What follows belongs to an exercise in optimizing a design on an open flow for small area and a short achievable clock period; a production flow would make more cautious choices.
Only simulation tests tie the RTL to the original design; equivalence was not proved.

==> flow/design.v <==
module sc_fp_round #(
    parameter EW     = 5,         
    parameter MW     = 10,        
    parameter BIAS   = 15,
    parameter MAXENC = 'h7BFF,    
    parameter INFENC = 'h7C00     
) (
    input  wire               sign,
    input  wire               zero,
    input  wire signed [11:0] exp,
    input  wire        [31:0] sig,
    input  wire        [1:0]  mode,      
    input  wire        [15:0] u,         
    input  wire               has_inf,   
    output reg  [EW+MW:0]     enc,
    output reg                is_inf,
    output reg                is_sat,
    output reg                is_flush
);
    localparam signed [11:0] EMIN = 1 - BIAS;
    localparam        [11:0] BIAS_M1 = BIAS - 1;
    reg signed [11:0] e_q;       
    reg        [11:0] d;         
    reg        [6:0]  t;         
    reg        [79:0] wide;
    reg        [31:0] n;
    reg        [15:0] r16;
    reg               sticky;
    reg               up;
    reg        [32:0] n2;
    reg        [11:0] e_field;   
    reg        [MW+12:0] mag;
    always @(*) begin
        e_q = (exp < EMIN) ? EMIN : exp;
        d   = e_q - exp;
        if (d > 48)
            t = 48;
        else if ((31 - MW) + d > 48)
            t = 48;
        else
            t = (31 - MW) + d[6:0];
        wide   = {sig, 48'b0} >> t;
        n      = wide[79:48];
        r16    = wide[47:32];
        sticky = |wide[31:0];
        case (mode)
            2'd2:    up = 1'b0;
            2'd3:    up = (u < r16);
            default: up = r16[15] & ((|r16[14:0]) | sticky | n[0]);
        endcase
        n2  = {1'b0, n} + up;
        e_field = e_q + BIAS_M1;
        mag = ({{(MW+1){1'b0}}, e_field} << MW) + n2;
        enc      = {sign, {(EW+MW){1'b0}}};
        is_inf   = 1'b0;
        is_sat   = 1'b0;
        is_flush = 1'b0;
        if (zero) begin
            enc = {sign, {(EW+MW){1'b0}}};
        end else if (n2 == 0) begin
            is_flush = 1'b1;
        end else if (mag > MAXENC) begin
            if (has_inf && mode != 2'd2) begin
                enc    = {sign, INFENC[EW+MW-1:0]};
                is_inf = 1'b1;
            end else begin
                enc    = {sign, MAXENC[EW+MW-1:0]};
                is_sat = 1'b1;
            end
        end else begin
            enc = {sign, mag[EW+MW-1:0]};
        end
    end
endmodule
module sc_int_round #(
    parameter W = 8
) (
    input  wire               sign,
    input  wire               zero,
    input  wire signed [11:0] exp,
    input  wire        [31:0] sig,
    input  wire        [1:0]  mode,      
    input  wire        [15:0] u,
    output reg  [W-1:0]       val,
    output reg                is_sat,
    output reg                is_flush
);
    localparam [32:0] POS_LIM = (33'd1 << (W - 1)) - 33'd1;
    localparam [32:0] NEG_LIM = (33'd1 << (W - 1));
    reg        big;              
    reg [6:0]  t;
    reg [79:0] wide;
    reg [31:0] n;
    reg [15:0] r16;
    reg        sticky;
    reg        up;
    reg [32:0] n2;
    reg [32:0] neg_n2;
    always @(*) begin
        big = (exp > 12'sd31);
        if (exp < -12'sd17)
            t = 48;
        else if (big)
            t = 0;
        else
            t = 7'd31 - exp[6:0];
        wide   = {sig, 48'b0} >> t;
        n      = wide[79:48];
        r16    = wide[47:32];
        sticky = |wide[31:0];
        case (mode)
            2'd2:    up = 1'b0;
            2'd3:    up = (u < r16);
            default: up = r16[15] & ((|r16[14:0]) | sticky | n[0]);
        endcase
        n2     = {1'b0, n} + up;
        neg_n2 = ~n2 + 33'd1;
        is_sat   = 1'b0;
        is_flush = 1'b0;
        if (zero) begin
            val = {W{1'b0}};
        end else if (big || (sign ? (n2 > NEG_LIM) : (n2 > POS_LIM))) begin
            is_sat = 1'b1;
            val    = sign ? NEG_LIM[W-1:0] : POS_LIM[W-1:0];
        end else begin
            is_flush = (n2 == 0);
            val      = sign ? neg_n2[W-1:0] : n2[W-1:0];
        end
    end
endmodule
module sc_log8 (
    input  wire               sign,
    input  wire               zero,
    input  wire signed [11:0] exp,
    input  wire        [31:0] sig,
    input  wire               rtz,
    output reg  [7:0]         enc,
    output reg                is_sat,
    output reg                is_flush
);
    function [16:0] tab(input [3:0] f);
        case (f)
            4'd0: tab = 17'h08000;
            4'd1: tab = 17'h08B96;
            4'd2: tab = 17'h09838;
            4'd3: tab = 17'h0A5FF;
            4'd4: tab = 17'h0B505;
            4'd5: tab = 17'h0C567;
            4'd6: tab = 17'h0D745;
            4'd7: tab = 17'h0EAC1;
            default: tab = 17'h10000;
        endcase
    endfunction
    reg        [2:0]  f_lo;
    reg signed [11:0] l_lo;
    reg        [32:0] mid;       
    reg               up;
    reg        [6:0]  l;
    integer           k;
    always @(*) begin
        f_lo = 3'd0;
        for (k = 1; k < 8; k = k + 1)
            if ({1'b0, sig} >= {tab(k), 16'b0})
                f_lo = k;
        l_lo = 12'sd64 + (exp <<< 3) + {9'd0, f_lo};
        mid  = {tab({1'b0, f_lo}), 16'b0} + {tab({1'b0, f_lo} + 4'd1), 16'b0};
        if ({sig, 1'b0} > mid)
            up = 1'b1;
        else if ({sig, 1'b0} == mid)
            up = l_lo[0];
        else
            up = 1'b0;
        is_sat = 1'b0;
        if (exp > 12'sd7) begin
            l      = 7'd127;
            is_sat = 1'b1;
        end else if (exp == 12'sd7 && f_lo == 3'd7) begin
            l      = 7'd127;
            is_sat = ({1'b0, sig} > {tab(4'd7), 16'b0});
        end else if (exp >= -12'sd8) begin
            if (rtz)
                l = l_lo[6:0];
            else if (l_lo == 0)
                l = 7'd1;
            else
                l = l_lo[6:0] + {6'd0, up};
        end else if (exp == -12'sd9) begin
            l = (!rtz && {1'b0, sig} > {tab(4'd1), 16'b0}) ? 7'd1 : 7'd0;
        end else begin
            l = 7'd0;
        end
        if (zero) begin
            enc      = {sign, 7'd0};
            is_sat   = 1'b0;
            is_flush = 1'b0;
        end else begin
            enc      = {sign, l};
            is_flush = (l == 7'd0);
        end
    end
endmodule
module store_cvt (
    input  wire        clk,
    input  wire        rst,
    input  wire        start,
    input  wire [3:0]  cfg_fmt,             
    input  wire        cfg_acc_int,         
    input  wire [1:0]  cfg_round,           
    input  wire [1:0]  cfg_round_default,   
    input  wire        cfg_e5m2_inf,
    input  wire [4:0]  cfg_shift,           
    input  wire [31:0] cfg_sr_seed,
    input  wire [7:0]  cfg_bough,           
    input  wire [15:0] cfg_opseq,           
    input  wire        in_valid,
    input  wire [31:0] in_data,
    input  wire [7:0]  in_scale,            
    output reg         out_valid,
    output reg  [31:0] out_data,
    output reg         out_nan,
    output reg         out_inf,
    output reg         out_sat,
    output reg         out_flush
);
    localparam [3:0] F_FP32 = 4'h0, F_FP16 = 4'h1, F_BF16 = 4'h2, F_E4M3 = 4'h3,
                     F_E5M2 = 4'h4, F_E3M2 = 4'h5, F_E2M3 = 4'h6, F_E2M1 = 4'h7,
                     F_LOG8 = 4'h8, F_INT8 = 4'h9, F_INT4 = 4'hA, F_INT32 = 4'hB;
    localparam [1:0] M_RNE = 2'd1, M_RTZ = 2'd2, M_SR = 2'd3;
    reg [3:0]  fmt;
    reg        acc_int;
    reg [1:0]  mode;
    reg        e5m2_inf;
    reg [4:0]  shift;
    reg [31:0] sr_state;
    wire [31:0] seed_mix = cfg_sr_seed
                         ^ ({24'd0, cfg_bough} * 32'h9E37_79B9)
                         ^ ({16'd0, cfg_opseq} * 32'h85EB_CA6B);
    wire [31:0] xs1 = sr_state ^ (sr_state << 13);
    wire [31:0] xs2 = xs1 ^ (xs1 >> 17);
    wire [31:0] xs3 = xs2 ^ (xs2 << 5);
    wire [15:0] u   = xs3[31:16];
    always @(posedge clk) begin
        if (start) begin
            fmt      <= cfg_fmt;
            acc_int  <= cfg_acc_int;
            mode     <= (cfg_round == 2'd0) ? cfg_round_default : cfg_round;
            e5m2_inf <= cfg_e5m2_inf;
            shift    <= cfg_shift;
            sr_state <= (seed_mix == 32'd0) ? 32'd1 : seed_mix;
        end else if (in_valid && mode == M_SR) begin
            sr_state <= xs3;
        end
    end
    wire       f_sign = in_data[31];
    wire [7:0] f_expf = in_data[30:23];
    wire [22:0] f_frac = in_data[22:0];
    wire       f_nan  = (f_expf == 8'hFF) && (f_frac != 0);
    wire       f_inf  = (f_expf == 8'hFF) && (f_frac == 0);
    reg               sign;
    reg        [31:0] raw;
    reg signed [11:0] raw_exp;
    reg        [5:0]  lz;
    reg        [31:0] sig;
    reg signed [11:0] exp;
    reg               zero;
    integer           i;
    always @(*) begin
        if (acc_int) begin
            sign    = in_data[31];
            raw     = in_data[31] ? (~in_data + 32'd1) : in_data;
            raw_exp = (fmt == F_FP32) ? 12'sd31 : 12'sd31 - {7'd0, shift};
        end else begin
            sign    = f_sign;
            raw     = {(f_expf != 8'd0), f_frac, 8'd0};
            raw_exp = (f_expf == 8'd0) ? -12'sd126 : {4'd0, f_expf} - 12'sd127;
        end
        lz = 6'd32;
        for (i = 0; i < 32; i = i + 1)
            if (raw[i])
                lz = 6'd31 - i[5:0];
        zero = (raw == 32'd0);
        sig  = raw << lz[4:0];
        exp  = raw_exp - {6'd0, lz};
    end
    wire signed [11:0] exp_b = exp + 12'sd127 - {4'd0, in_scale};
    wire [15:0] fp16_enc, bf16_enc;
    wire [7:0]  e4m3_enc, e5m2_enc, log8_enc;
    wire [5:0]  e3m2_enc, e2m3_enc;
    wire [3:0]  e2m1_enc;
    wire [31:0] fp32_enc;
    wire [7:0]  int8_val;
    wire [3:0]  int4_val;
    wire [31:0] int32_val;
    wire fp16_inf, fp16_sat, fp16_fl;
    wire bf16_inf, bf16_sat, bf16_fl;
    wire e4m3_inf, e4m3_sat, e4m3_fl;
    wire e5m2_inf_o, e5m2_sat, e5m2_fl;
    wire e3m2_inf, e3m2_sat, e3m2_fl;
    wire e2m3_inf, e2m3_sat, e2m3_fl;
    wire e2m1_inf, e2m1_sat, e2m1_fl;
    wire fp32_inf, fp32_sat, fp32_fl;
    wire log8_sat, log8_fl;
    wire int8_sat, int8_fl, int4_sat, int4_fl, int32_sat, int32_fl;
    sc_fp_round #(.EW(5), .MW(10), .BIAS(15), .MAXENC('h7BFF), .INFENC('h7C00)) u_fp16 (
        .sign(sign), .zero(zero), .exp(exp), .sig(sig), .mode(mode), .u(u), .has_inf(1'b1),
        .enc(fp16_enc), .is_inf(fp16_inf), .is_sat(fp16_sat), .is_flush(fp16_fl));
    sc_fp_round #(.EW(8), .MW(7), .BIAS(127), .MAXENC('h7F7F), .INFENC('h7F80)) u_bf16 (
        .sign(sign), .zero(zero), .exp(exp), .sig(sig), .mode(mode), .u(u), .has_inf(1'b1),
        .enc(bf16_enc), .is_inf(bf16_inf), .is_sat(bf16_sat), .is_flush(bf16_fl));
    sc_fp_round #(.EW(4), .MW(3), .BIAS(7), .MAXENC('h7E), .INFENC('h7E)) u_e4m3 (
        .sign(sign), .zero(zero), .exp(exp), .sig(sig), .mode(mode), .u(u), .has_inf(1'b0),
        .enc(e4m3_enc), .is_inf(e4m3_inf), .is_sat(e4m3_sat), .is_flush(e4m3_fl));
    sc_fp_round #(.EW(5), .MW(2), .BIAS(15), .MAXENC('h7B), .INFENC('h7C)) u_e5m2 (
        .sign(sign), .zero(zero), .exp(exp), .sig(sig), .mode(mode), .u(u), .has_inf(e5m2_inf),
        .enc(e5m2_enc), .is_inf(e5m2_inf_o), .is_sat(e5m2_sat), .is_flush(e5m2_fl));
    sc_fp_round #(.EW(3), .MW(2), .BIAS(3), .MAXENC('h1F), .INFENC('h1F)) u_e3m2 (
        .sign(sign), .zero(zero), .exp(exp_b), .sig(sig), .mode(mode), .u(u), .has_inf(1'b0),
        .enc(e3m2_enc), .is_inf(e3m2_inf), .is_sat(e3m2_sat), .is_flush(e3m2_fl));
    sc_fp_round #(.EW(2), .MW(3), .BIAS(1), .MAXENC('h1F), .INFENC('h1F)) u_e2m3 (
        .sign(sign), .zero(zero), .exp(exp_b), .sig(sig), .mode(mode), .u(u), .has_inf(1'b0),
        .enc(e2m3_enc), .is_inf(e2m3_inf), .is_sat(e2m3_sat), .is_flush(e2m3_fl));
    sc_fp_round #(.EW(2), .MW(1), .BIAS(1), .MAXENC('h7), .INFENC('h7)) u_e2m1 (
        .sign(sign), .zero(zero), .exp(exp_b), .sig(sig), .mode(mode), .u(u), .has_inf(1'b0),
        .enc(e2m1_enc), .is_inf(e2m1_inf), .is_sat(e2m1_sat), .is_flush(e2m1_fl));
    sc_fp_round #(.EW(8), .MW(23), .BIAS(127), .MAXENC('h7F7FFFFF), .INFENC('h7F800000)) u_fp32 (
        .sign(sign), .zero(zero), .exp(exp), .sig(sig), .mode(mode), .u(u), .has_inf(1'b1),
        .enc(fp32_enc), .is_inf(fp32_inf), .is_sat(fp32_sat), .is_flush(fp32_fl));
    sc_log8 u_log8 (
        .sign(sign), .zero(zero), .exp(exp), .sig(sig), .rtz(mode == M_RTZ),
        .enc(log8_enc), .is_sat(log8_sat), .is_flush(log8_fl));
    sc_int_round #(.W(8)) u_int8 (
        .sign(sign), .zero(zero), .exp(exp), .sig(sig), .mode(mode), .u(u),
        .val(int8_val), .is_sat(int8_sat), .is_flush(int8_fl));
    sc_int_round #(.W(4)) u_int4 (
        .sign(sign), .zero(zero), .exp(exp), .sig(sig), .mode(mode), .u(u),
        .val(int4_val), .is_sat(int4_sat), .is_flush(int4_fl));
    sc_int_round #(.W(32)) u_int32 (
        .sign(sign), .zero(zero), .exp(exp), .sig(sig), .mode(mode), .u(u),
        .val(int32_val), .is_sat(int32_sat), .is_flush(int32_fl));
    reg [31:0] res;
    reg        c_nan, c_inf, c_sat, c_flush;
    always @(*) begin
        res     = 32'd0;
        c_nan   = 1'b0;
        c_inf   = 1'b0;
        c_sat   = 1'b0;
        c_flush = 1'b0;
        if (acc_int) begin
            case (fmt)
                F_INT32: res = in_data;
                F_INT8:  begin res = {24'd0, int8_val}; c_sat = int8_sat; c_flush = int8_fl; end
                F_INT4:  begin res = {28'd0, int4_val}; c_sat = int4_sat; c_flush = int4_fl; end
                default: begin res = fp32_enc; c_flush = fp32_fl; end
            endcase
        end else begin
            case (fmt)
                F_FP32: begin
                    res   = in_data;
                    c_nan = f_nan;
                    c_inf = f_inf;
                end
                F_FP16: begin
                    if (f_nan)      begin res = {16'd0, f_sign, 15'h7E00}; c_nan = 1'b1; end
                    else if (f_inf) begin res = {16'd0, f_sign, 15'h7C00}; c_inf = 1'b1; end
                    else begin res = {16'd0, fp16_enc}; c_inf = fp16_inf; c_sat = fp16_sat; c_flush = fp16_fl; end
                end
                F_BF16: begin
                    if (f_nan)      begin res = {16'd0, f_sign, 15'h7FC0}; c_nan = 1'b1; end
                    else if (f_inf) begin res = {16'd0, f_sign, 15'h7F80}; c_inf = 1'b1; end
                    else begin res = {16'd0, bf16_enc}; c_inf = bf16_inf; c_sat = bf16_sat; c_flush = bf16_fl; end
                end
                F_E4M3: begin
                    if (f_nan)      begin res = {24'd0, f_sign, 7'h7F}; c_nan = 1'b1; end
                    else if (f_inf) begin res = {24'd0, f_sign, 7'h7E}; c_sat = 1'b1; end
                    else begin res = {24'd0, e4m3_enc}; c_sat = e4m3_sat; c_flush = e4m3_fl; end
                end
                F_E5M2: begin
                    if (f_nan)      begin res = {24'd0, f_sign, 7'h7F}; c_nan = 1'b1; end
                    else if (f_inf) begin
                        if (e5m2_inf) begin res = {24'd0, f_sign, 7'h7C}; c_inf = 1'b1; end
                        else          begin res = {24'd0, f_sign, 7'h7B}; c_sat = 1'b1; end
                    end
                    else begin res = {24'd0, e5m2_enc}; c_inf = e5m2_inf_o; c_sat = e5m2_sat; c_flush = e5m2_fl; end
                end
                F_E3M2: begin
                    if (f_nan || in_scale == 8'hFF) begin res = 32'd0; c_nan = 1'b1; end
                    else if (f_inf) begin res = {26'd0, f_sign, 5'h1F}; c_sat = 1'b1; end
                    else begin res = {26'd0, e3m2_enc}; c_sat = e3m2_sat; c_flush = e3m2_fl; end
                end
                F_E2M3: begin
                    if (f_nan || in_scale == 8'hFF) begin res = 32'd0; c_nan = 1'b1; end
                    else if (f_inf) begin res = {26'd0, f_sign, 5'h1F}; c_sat = 1'b1; end
                    else begin res = {26'd0, e2m3_enc}; c_sat = e2m3_sat; c_flush = e2m3_fl; end
                end
                F_E2M1: begin
                    if (f_nan || in_scale == 8'hFF) begin res = 32'd0; c_nan = 1'b1; end
                    else if (f_inf) begin res = {28'd0, f_sign, 3'h7}; c_sat = 1'b1; end
                    else begin res = {28'd0, e2m1_enc}; c_sat = e2m1_sat; c_flush = e2m1_fl; end
                end
                F_LOG8: begin
                    if (f_nan)      begin res = 32'd0; c_nan = 1'b1; end
                    else if (f_inf) begin res = {24'd0, f_sign, 7'h7F}; c_sat = 1'b1; end
                    else begin res = {24'd0, log8_enc}; c_sat = log8_sat; c_flush = log8_fl; end
                end
                F_INT8: begin
                    if (f_nan)      begin res = 32'd0; c_nan = 1'b1; end
                    else if (f_inf) begin res = {24'd0, f_sign ? 8'h80 : 8'h7F}; c_sat = 1'b1; end
                    else begin res = {24'd0, int8_val}; c_sat = int8_sat; c_flush = int8_fl; end
                end
                F_INT4: begin
                    if (f_nan)      begin res = 32'd0; c_nan = 1'b1; end
                    else if (f_inf) begin res = {28'd0, f_sign ? 4'h8 : 4'h7}; c_sat = 1'b1; end
                    else begin res = {28'd0, int4_val}; c_sat = int4_sat; c_flush = int4_fl; end
                end
                default: begin  
                    if (f_nan)      begin res = 32'd0; c_nan = 1'b1; end
                    else if (f_inf) begin res = f_sign ? 32'h8000_0000 : 32'h7FFF_FFFF; c_sat = 1'b1; end
                    else begin res = int32_val; c_sat = int32_sat; c_flush = int32_fl; end
                end
            endcase
        end
    end
    always @(posedge clk) begin
        if (rst)
            out_valid <= 1'b0;
        else
            out_valid <= in_valid;
        out_data  <= res;
        out_nan   <= c_nan;
        out_inf   <= c_inf;
        out_sat   <= c_sat;
        out_flush <= c_flush;
    end
endmodule
==> flow/run.sh <==
#!/bin/bash
# synth_recipe.tcl (not shown) runs the flow's synth.tcl, then flattens the netlist and writes it again
# the make line also repeats each setting of config.mk as NAME=value (left out here)
make -C /OpenROAD-flow-scripts/flow DESIGN_CONFIG=/design/flow/config.mk WORK_HOME=/design/flow/orfs CLKGATE_MAP_FILE= SYNTH_SCRIPT=/design/flow/synth_recipe.tcl finish
==> flow/config.mk <==
export PLATFORM = sky130hd
export DESIGN_NAME = store_cvt
export DESIGN_NICKNAME = store_cvt
export VERILOG_FILES = /design/flow/design.v
export SDC_FILE = /design/flow/constraint.sdc
export NUM_CORES = 4
export LEC_CHECK = 0
export CAP_MARGIN = 40
export CORE_MARGIN = 2
export CORE_UTILIZATION = 20
export PLACE_DENSITY = 0.3
export SLEW_MARGIN = 40
==> flow/constraint.sdc <==
create_clock -name core_clock -period 30.0 [get_ports {clk}]
set_input_delay 6.0000 -clock core_clock [delete_from_list [all_inputs] [get_ports {clk}]]
set_output_delay 6.0000 -clock core_clock [all_outputs]
set_load 0.01 [all_outputs]
==> results.json <==
{
  "outcome": "complete, no violations",
  "r2r_start": "acc_int$_DFFE_PP_",
  "die-width_um": 600,
  "required_ns": 30.29,
  "synthFlopType": "edfxtp_1",
  "skew_ns": 0.0244,
  "tightestPinTransition_ns": 1.04,
  "setup_viol": 0,
  "tns_ns": 0,
  "start_util_pct": 20.1,
  "finalWorstSetupSlack_ns": 1.14,
  "reg2reg_depth": 83,
  "ioPinCount": 152,
  "ant_nets": 0,
  "slowest_stage": "a311oi_1",
  "max_freq_ghz": 0.0346,
  "cp_num_buf_inv": 11,
  "first_pass_iters": 7,
  "postCtsResizedCells": 0,
  "place.gp.congestion": 1.06,
  "grt_start_max_net_pins": 129,
  "synth_edf_count": 45,
  "slew_headroom_pct": 30.2,
  "cap_violations": 0,
  "critical_path.most_common_cell": "a21oi_1",
  "drive_above_1_share_pct": 10.1,
  "vias_per_cell": 6.24,
  "stdcell_area_mm2": 0.0812,
  "die_area_mm2": 0.360,
  "grt_pass1_wl_um": 833000,
  "reg2reg_to": "out_sat$_DFF_P_",
  "cts-buffers-inserted": 9,
  "synth_nets": 11529,
  "fin_crit_ns": 28.86,
  "dp_hpwl_um": 494000,
  "hold_violations": 0,
  "slowest_delay_ns": 0.84,
  "cp_max_fo": 26,
  "post_cts_buffers": 0,
  "synth.distinct_cells": 136,
  "area_growth_pct": 14.3,
  "portBuffers": 151,
  "final_max_slew_viol_count": 0,
  "tritoncts": "yes",
  "grtUsageTotal_pct": 33.5,
  "root_buffer": "clkbuf_16",
  "synth_top_area_cell": "ha_1",
  "gr-total-overflow": 0,
  "rsz0062_at_grt": "false",
  "clockBufferDepth": 2,
  "synth-seq-cells": 82,
  "dp_worst_setup_slack_ns": 0.617,
  "cp-start-kind": "input port",
  "grt_pass1_vias": 90581,
  "nets": 11472,
  "critPathKind": "input port to flip-flop",
  "fin_crit_sh_pct": 96.2,
  "placed_area_mm2": 0.0807,
  "cts_sinks": 82,
  "num_vias": 95988,
  "min_to": "sr_state[15]$_DFFE_PP_",
  "clock_latency_ns": 0.44,
  "reg2reg_slack_ns": 6.97,
  "yosys_warnings": 13,
  "grt_antenna_before_repair": 68,
  "holdBufCountCts": 0,
  "hold_class": "flip-flop to flip-flop",
  "min_from": "sr_state[10]$_DFFE_PP_",
  "cts-htree-levels": 3,
  "cp-end-kind": "flip-flop",
  "routed_wl_um": 627000,
  "drc_errors": 0,
  "syn_avg_cell_area_um2": 6.67,
  "synth_area_mm2": 0.0711,
  "drt_iter0_drc": 12819,
  "synthCells": 10661,
  "clk_pin_slew_ns": 0.09,
  "yosys.area.top_type_share_pct": 9.51,
  "cp_top_family": "compound AO/OA/AOI/OAI gates",
  "rows": 218,
  "hold_depth": 2,
  "synth-seq-area-share_pct": 2.94,
  "core_mm2": 0.353,
  "synthTopCellsByArea": "ha_1, fa_1, nor2_1",
  "crit_arrival_ns": 29.15,
  "wl_per_cell_um": 40.8,
  "fp.dieH_um": 600,
  "synthArstFlopShare_pct": 0
}
==> cell families (layout without fill, tap and decap cells) <==
| kind of cell | Yosys count | count (layout) | synth area share, % |
|---|---|---|---|
| simple gates | 4286 | 4286 | 29.6 |
| compound gates | 3593 | 3593 | 35.0 |
| buf+inv | 1176 | 1124 | 6.54 |
| fa+ha+maj | 753 | 753 | 15.5 |
| xor+xnor | 525 | 525 | 6.49 |
| mux | 245 | 245 | 3.92 |
| flops | 82 | 82 | 2.94 |
| other cells | 1 | 41 | 0.00528 |
==> placed cells by master, fill, tap and decap left out, types with 58 or more instances in the layout <==
cell,count
a22oi_1,169
a21oi_1,724
ha_1,538
nand4_1,252
o21ai_0,571
a32oi_1,59
and2_1,113
nand2_1,1064
o31ai_1,101
nor3_1,470
fa_1,211
nand2b_1,95
nor2_1,1064
inv_1,407
nor2b_1,85
buf_4,510
clkdlybuf4s50_1,148
a221oi_1,64
o211ai_1,183
o21a_1,110
a21o_1,143
nand3_1,374
mux2i_1,166
nor4_1,152
a31oi_1,167
xnor2_1,352
and3_1,121
xor2_1,149
or2_2,58
or3_1,74
o22ai_1,162
a211oi_1,140
==> worst max-delay path by stage <==
stage,endpoint,startpoint,depth (start not counted)
after detailed placement,out_sat$_DFF_P_,in_data[13],81
after global routing,out_sat$_DFF_P_,in_data[13],82
final,out_sat$_DFF_P_,in_data[10],83
after global placement,out_sat$_DFF_P_,in_data[13],79
after floorplan,out_data[3]$_DFF_P_,in_data[0],93
after CTS,out_sat$_DFF_P_,in_data[13],81
==> metal layers <==
| metal | GRT usage (%) | routed length [um] | vias up |
|---|---|---|---|
| li1 | - | - | 40430 |
| met1 | 42.4 | 257000 | 48140 |
| met2 | 50.7 | 266000 | 5911 |
| met3 | 7.40 | 54000 | 1473 |
| met4 | 22.2 | 49700 | 34 |
| met5 | 0.174 | 327 | - |
==> synth_stat cells, types with 143 or more instances <==
cell type	n
o22ai_1	169
ha_1	540
mux2i_1	168
nor2_1	1102
nand3_1	374
nand2_1	1071
o211ai_1	183
inv_1	410
nand4_1	252
a21o_1	143
a31oi_1	174
a21oi_1	741
xnor2_1	365
a22oi_1	169
o21ai_0	590
a211oi_1	156
nor3_1	496
fa_1	213
xor2_1	159
nor4_1	164
clkbuf_1	542
==> area by class of cell <==
cell class	instances	area, um^2
diodes	40	100
clock inverters	5	55.1
fillers	40079	272000
inverters	434	1630
multi-input cells	9403	65700
flip-flops and latches	82	2090
clock buffers	11	233
repair buffers	674	5460
well taps	4730	5920
==> worst register-to-register path, delay by kind of cell, from the launching register on <==
family | cells | cell delay (ns)
compound gates | 36 | 8.59
xor+xnor | 3 | 0.40
fa+ha+maj | 8 | 2.97
buf+inv | 11 | 2.16
flops | 1 | 0.42
mux | 1 | 0.21
simple gates | 24 | 8.10
==> registers in the layout, indices dropped and copies added (netlist names) <==
name       cells
out_sat        1
fmt            4
e5m2_inf       1
out_nan        1
out_valid      1
out_flush      1
sr_state      32
out_inf        1
out_data      32
mode           2
shift          5
acc_int        1
==> per-stage QoR <==
stage | hold slack, ns | instances | utilization, %
2_1_floorplan | 0.581 | 10661 | -
3_3_place_gp | 0.748 | 15311 | 22.7
5_1_grt | 0.848 | 15342 | 23.0
3_5_place_dp | 0.759 | 15320 | 22.8
6_report | 0.773 | 15379 | 23.0
4_1_cts | 0.776 | 15336 | 22.9

-- re-timing with driven ports --
The results above use ideal ports. As a check the final layout listed here was re-extracted and re-timed, cells and wires unchanged. Step 1: set_driving_cell puts a clkbuf_16 on clk and a buf_2 on each other input, an assumption about the parent block. Step 2, shift: input delay + t, output delay - t, t = (earliest + latest rising clock arrival at the registers) / 2. This alone moves slack from input paths to output paths. Three values: no drivers, after step 1, after step 2; two values: the first two.
t, ns: 0.521
slack for setup (ns): 1.140 / 1.207 / 0.686
worst hold slack (ns): 0.773 / 0.773 / 0.773
worst setup path after step 2: input to register
latest minus earliest clock arrival (ns): 0.024 / 0.024
After both steps this run still meets setup and hold. For this run, drivers alone change the setup slack by +0.067 ns; drivers and shift together by -0.454 ns.
